This is an optimization exercise on Yosys and OpenROAD, whose aim is small area and a short achievable clock period, not a production implementation.
Where RTL was checked, it was by simulation tests only, not by an equivalence proof against the original.
Power figures rest on the tool's default switching activity, not on a simulated workload.

== raven ==
==> flow/design.v <==
module dec_unit (
    input  wire         clk,
    input  wire         rst,       
    input  wire         trig,      
    input  wire [1:0]   op,        
    input  wire [127:0] a,
    input  wire [127:0] b,
    output reg  [127:0] r,         
    output wire         done,      
    output reg          cpl,       
    output reg          dov,       
    output reg          exc,       
    output wire [15:0]  detail     
);
    reg [127:0] a_q, b_q;          
    reg         chk_q;
    reg [4:0]   cnt;               
    reg         done_q;            
    reg         pre_q;             
    reg         sh_q, lg_q;        
    reg         es_q;              
    reg         na_q;              
    reg         c_q;               
    reg         g_q;               
    reg         z_q;               
    reg         fa_q;              
    reg         bop_q;             
    reg [4:0]   bidx_q;            
    assign done   = done_q;
    assign detail = {4'd0, bidx_q, bop_q, 1'b1, 5'd0};
    wire first  = (cnt == 5'd1);
    wire over15 = |(a_q[127:64] | b_q[127:64]);
    wire over23 = |(a_q[127:96] | b_q[127:96]);
    wire p1     = first | (sh_q ? (cnt == 5'd2)
                                : ((cnt[4:2] == 3'd0) & (cnt[1:0] != 2'd0)) | (cnt == 5'd4));
    wire p2     = es_q & ~g_q & (sh_q ? ((cnt == 5'd3) | (cnt == 5'd4))
                                      : ((cnt[4:2] == 3'd1) & (cnt[1:0] != 2'd0)) | (cnt == 5'd8));
    wire half   = first ? ~over15 : (sh_q | (cnt > 5'd8));
    wire fseg   = first | (cnt[0] & (sh_q | cnt[3] | cnt[4] | ~cnt[1]));
    wire nin    = es_q & (p1 | p2);            
    reg [31:0] sl;
    reg [7:0]  bad_a, bad_b, nz;
    reg        c;
    reg [3:0]  x, y, o;
    reg [4:0]  t;
    reg        co, c0, c1;
    integer i;
    always @* begin
        c = first ? es_q : (fseg ? 1'b0 : c_q);
        for (i = 0; i < 8; i = i + 1) begin
            x = a_q[4*i +: 4];
            y = b_q[4*i +: 4];
            if (nin) y = {~(y[3] | y[2] | y[1]), y[2] ^ y[1], y[1], ~y[0]};
            t  = {1'b0, x} + {1'b0, y};
            c0 = t[4] | (t[3] & (t[2] | t[1]));           
            c1 = t[4] | (t[3] & (t[2] | t[1] | t[0]));    
            co = c ? c1 : c0;
            o  = t[3:0] + {1'b0, co, co, c};
            if (p2) o = {~(o[3] | o[2] | o[1]), o[2] ^ o[1], o[1], ~o[0]};
            sl[4*i +: 4] = o;
            bad_a[i] = a_q[4*i+3] & (a_q[4*i+2] | a_q[4*i+1]);
            bad_b[i] = b_q[4*i+3] & (b_q[4*i+2] | b_q[4*i+1]);
            nz[i]    = |o;
            if (i == 0 && fseg) begin
                sl[3:0]  = first ? b_q[3:0] : a_q[3:0];    
                bad_a[0] = ~chk_q & (a_q[3:0] < 4'hA);
                bad_b[0] = b_q[3:0] < 4'hA;
                nz[0]    = 1'b0;
            end else
                c = co;
        end
    end
    function [2:0] low8(input [7:0] v);
        integer j;
        begin
            low8 = 3'd0;
            for (j = 7; j >= 0; j = j - 1)
                if (v[j]) low8 = j[2:0];
        end
    endfunction
    wire [1:0] seg = cnt[1:0] - 2'd1;
    wire       neg_r   = es_q ? (g_q ? (na_q & ~z_q) : ~na_q)
                              : (na_q & ~(z_q & ~g_q));
    wire [3:0] sign_r  = chk_q ? a_q[3:0] : {3'b110, neg_r};
    wire       cdig    = sh_q & ~es_q & g_q;      
    wire       invalid = exc;
    wire       a_bad   = |bad_a;
    wire       b_bad   = |bad_b;
    wire       near    = lg_q ? (cnt == 5'd16) :
                         sh_q ? (cnt == 5'd4) : (cnt == 5'd10);
    wire       fin     = pre_q & ~trig;
    wire na_ld = (a[3:0] == 4'hB) || (a[3:0] == 4'hD);
    wire nb_ld = (b[3:0] == 4'hB) || (b[3:0] == 4'hD);
    always @(posedge clk) begin
        if (trig) begin
            a_q   <= op[1] ? 128'd0 : a;
            chk_q <= op[1];
            na_q  <= na_ld;
            es_q  <= ~op[1] & (na_ld ^ nb_ld ^ op[0]);
        end else begin
            a_q[31:0]   <= a_q[63:32];
            a_q[63:32]  <= half ? sl : a_q[95:64];
            a_q[95:64]  <= a_q[127:96];
            a_q[127:96] <= half ? a_q[95:64] : sl;
        end
        b_q <= trig ? b : {32'd0, b_q[127:32]};
        if (first) begin
            sh_q <= ~over15;
            lg_q <= over23;
        end
        c_q <= c;
        if (p1) begin
            g_q  <= c;
            z_q  <= ~(|nz) & (first | z_q);
            fa_q <= a_bad | (fa_q & ~first);
            exc  <= a_bad | b_bad | (exc & ~first);
            if (a_bad & (~fa_q | first)) begin
                bop_q  <= 1'b0;
                bidx_q <= {seg, low8(bad_a)};
            end else if (b_bad & (~exc | first)) begin
                bop_q  <= 1'b1;
                bidx_q <= {seg, low8(bad_b)};
            end
        end
        cnt    <= trig ? 5'd1 : cnt + 5'd1;
        dov    <= ~invalid & ~es_q & g_q & lg_q;
        pre_q <= ~rst & ~trig & ~done_q & near;
        if (rst) begin
            done_q <= 1'b1;
            cpl    <= 1'b0;
            r      <= 128'd0;
        end else begin
            done_q <= ~trig & (done_q | pre_q);
            cpl    <= fin;
            if (fin & ~invalid)
                r <= {a_q[127:65], a_q[64] | cdig, a_q[63:4], sign_r};
        end
    end
endmodule
==> flow/config.mk <==
export PLATFORM = sky130hd
export DESIGN_NAME = dec_unit
export DESIGN_NICKNAME = dec_unit
export VERILOG_FILES = /design/flow/design.v
export SDC_FILE = /design/flow/constraint.sdc
export NUM_CORES = 4
export LEC_CHECK = 0
export CAP_MARGIN = 20
export CORE_MARGIN = 2
export CORE_UTILIZATION = 40
export SLEW_MARGIN = 60
==> flow/constraint.sdc <==
create_clock -name core_clock -period 70.0 [get_ports {clk}]
set_input_delay 14.0000 -clock core_clock [delete_from_list [all_inputs] [get_ports {clk}]]
set_output_delay 14.0000 -clock core_clock [all_outputs]
set_load 0.01 [all_outputs]
standard.sh (not shown) runs the stock make flow with config.mk's settings and CLKGATE_MAP_FILE= SYNTH_SCRIPT=/design/flow/synth_recipe.tcl, a recipe that flattens the netlist after the stock synthesis.
==> flow/flow/run.sh <==
#!/bin/bash
# Standard ORFS layout, with the port buffers made from the smallest buffer
# cell (every input and output port still gets its own buffer).
set -euo pipefail
export BUFFER_PORTS_ARGS="-buffer_cell sky130_fd_sc_hd__buf_1"
bash standard.sh > standard.log 2>&1
> inputs changed (raven -> willow)
-- flow/design.v --
<<< raven, line 17
    reg [4:0]   cnt;               
    reg         done_q;            
    reg         pre_q;             
    reg         sh_q, lg_q;        
    reg         es_q;              
>>> willow, line 17
    reg [4:0]   cnt;               
    reg         done_q;            
    reg         sh_q, lg_q;        
    reg         es_q;              
<<< raven, line 87
    wire       a_bad   = |bad_a;
    wire       b_bad   = |bad_b;
    wire       near    = lg_q ? (cnt == 5'd16) :
                         sh_q ? (cnt == 5'd4) : (cnt == 5'd10);
    wire       fin     = pre_q & ~trig;
    wire na_ld = (a[3:0] == 4'hB) || (a[3:0] == 4'hD);
    wire nb_ld = (b[3:0] == 4'hB) || (b[3:0] == 4'hD);
>>> willow, line 86
    wire       a_bad   = |bad_a;
    wire       b_bad   = |bad_b;
    wire       last    = lg_q ? (cnt == 5'd17) :
                         sh_q ? (cnt == 5'd5) : (cnt == 5'd11);
    wire       wr      = ~done_q & last;
    wire       fin     = wr & ~trig;
    wire na_ld = (a[3:0] == 4'hB) || (a[3:0] == 4'hD);
    wire nb_ld = (b[3:0] == 4'hB) || (b[3:0] == 4'hD);
<<< raven, line 125
        cnt    <= trig ? 5'd1 : cnt + 5'd1;
        dov    <= ~invalid & ~es_q & g_q & lg_q;
        pre_q <= ~rst & ~trig & ~done_q & near;
        if (rst) begin
            done_q <= 1'b1;
>>> willow, line 125
        cnt    <= trig ? 5'd1 : cnt + 5'd1;
        dov    <= ~invalid & ~es_q & g_q & lg_q;
        if (rst) begin
            done_q <= 1'b1;
<<< raven, line 131
            r      <= 128'd0;
        end else begin
            done_q <= ~trig & (done_q | pre_q);
            cpl    <= fin;
            if (fin & ~invalid)
>>> willow, line 130
            r      <= 128'd0;
        end else begin
            done_q <= ~trig & (done_q | last);
            cpl    <= fin;
            if (fin & ~invalid)
==> results.txt <==
Post-synthesis cell count delta for willow relative to raven: about 0.7% lower
willow ended up with compound AO/OA/AOI/OAI gates as its dominant combinational cell family by area after synthesis; raven ended up with simple AND/OR/NAND/NOR gates.
willow against raven: wire length down 0.65%; first-iteration DRC count down 161; area after synthesis down 0.70%; detailed-routing wirelength on met1 down 600 um.
[compare] base=raven new=willow: sequential cell area share now sits at about the same level; delay of the slowest cell on the worst path now sits lower; detailed-routing iteration count for the pre-antenna-repair pass now sits at about the same level; area of placed instances now sits lower.
Setup slack after layout came out higher on willow than on raven.
Count of flip-flops and latches essentially unchanged between raven and willow.
Delta(part of the total power dissipated in combinational logic, willow - raven) > 0
Going from raven to willow, area of all placed cells without fillers closely matched the old numbers; floorplan die height decreased by about 0.34% relative to the old numbers.
No functional check of the RTL was part of willow.

-- separate check: timing with driven ports --
Ports are ideal in the flow. The routed layouts listed here were re-timed in OpenROAD.
Step 1, drivers: a clkbuf_16 drives clk and a buf_2 each remaining input, both assumed.
Step 2 times the ports against the registers' clock, not the clock port: input delays grow and output delays shrink by t, the midpoint of the rising clock arrivals with the driver on.
Three values: ideal ports, drivers, drivers and shift; two values: the first two.
run	shift t [ns]	setup slack, ns	worst data-port slew with drivers (ns)
raven	0.633	54.040 / 54.064 / 53.432	0.09
willow	0.623	54.099 / 54.121 / 53.497	0.11
After both steps every run listed still meets setup and hold. The setup slack of raven, which loses most, moves by +0.024 ns with the drivers and by -0.608 ns with both steps.
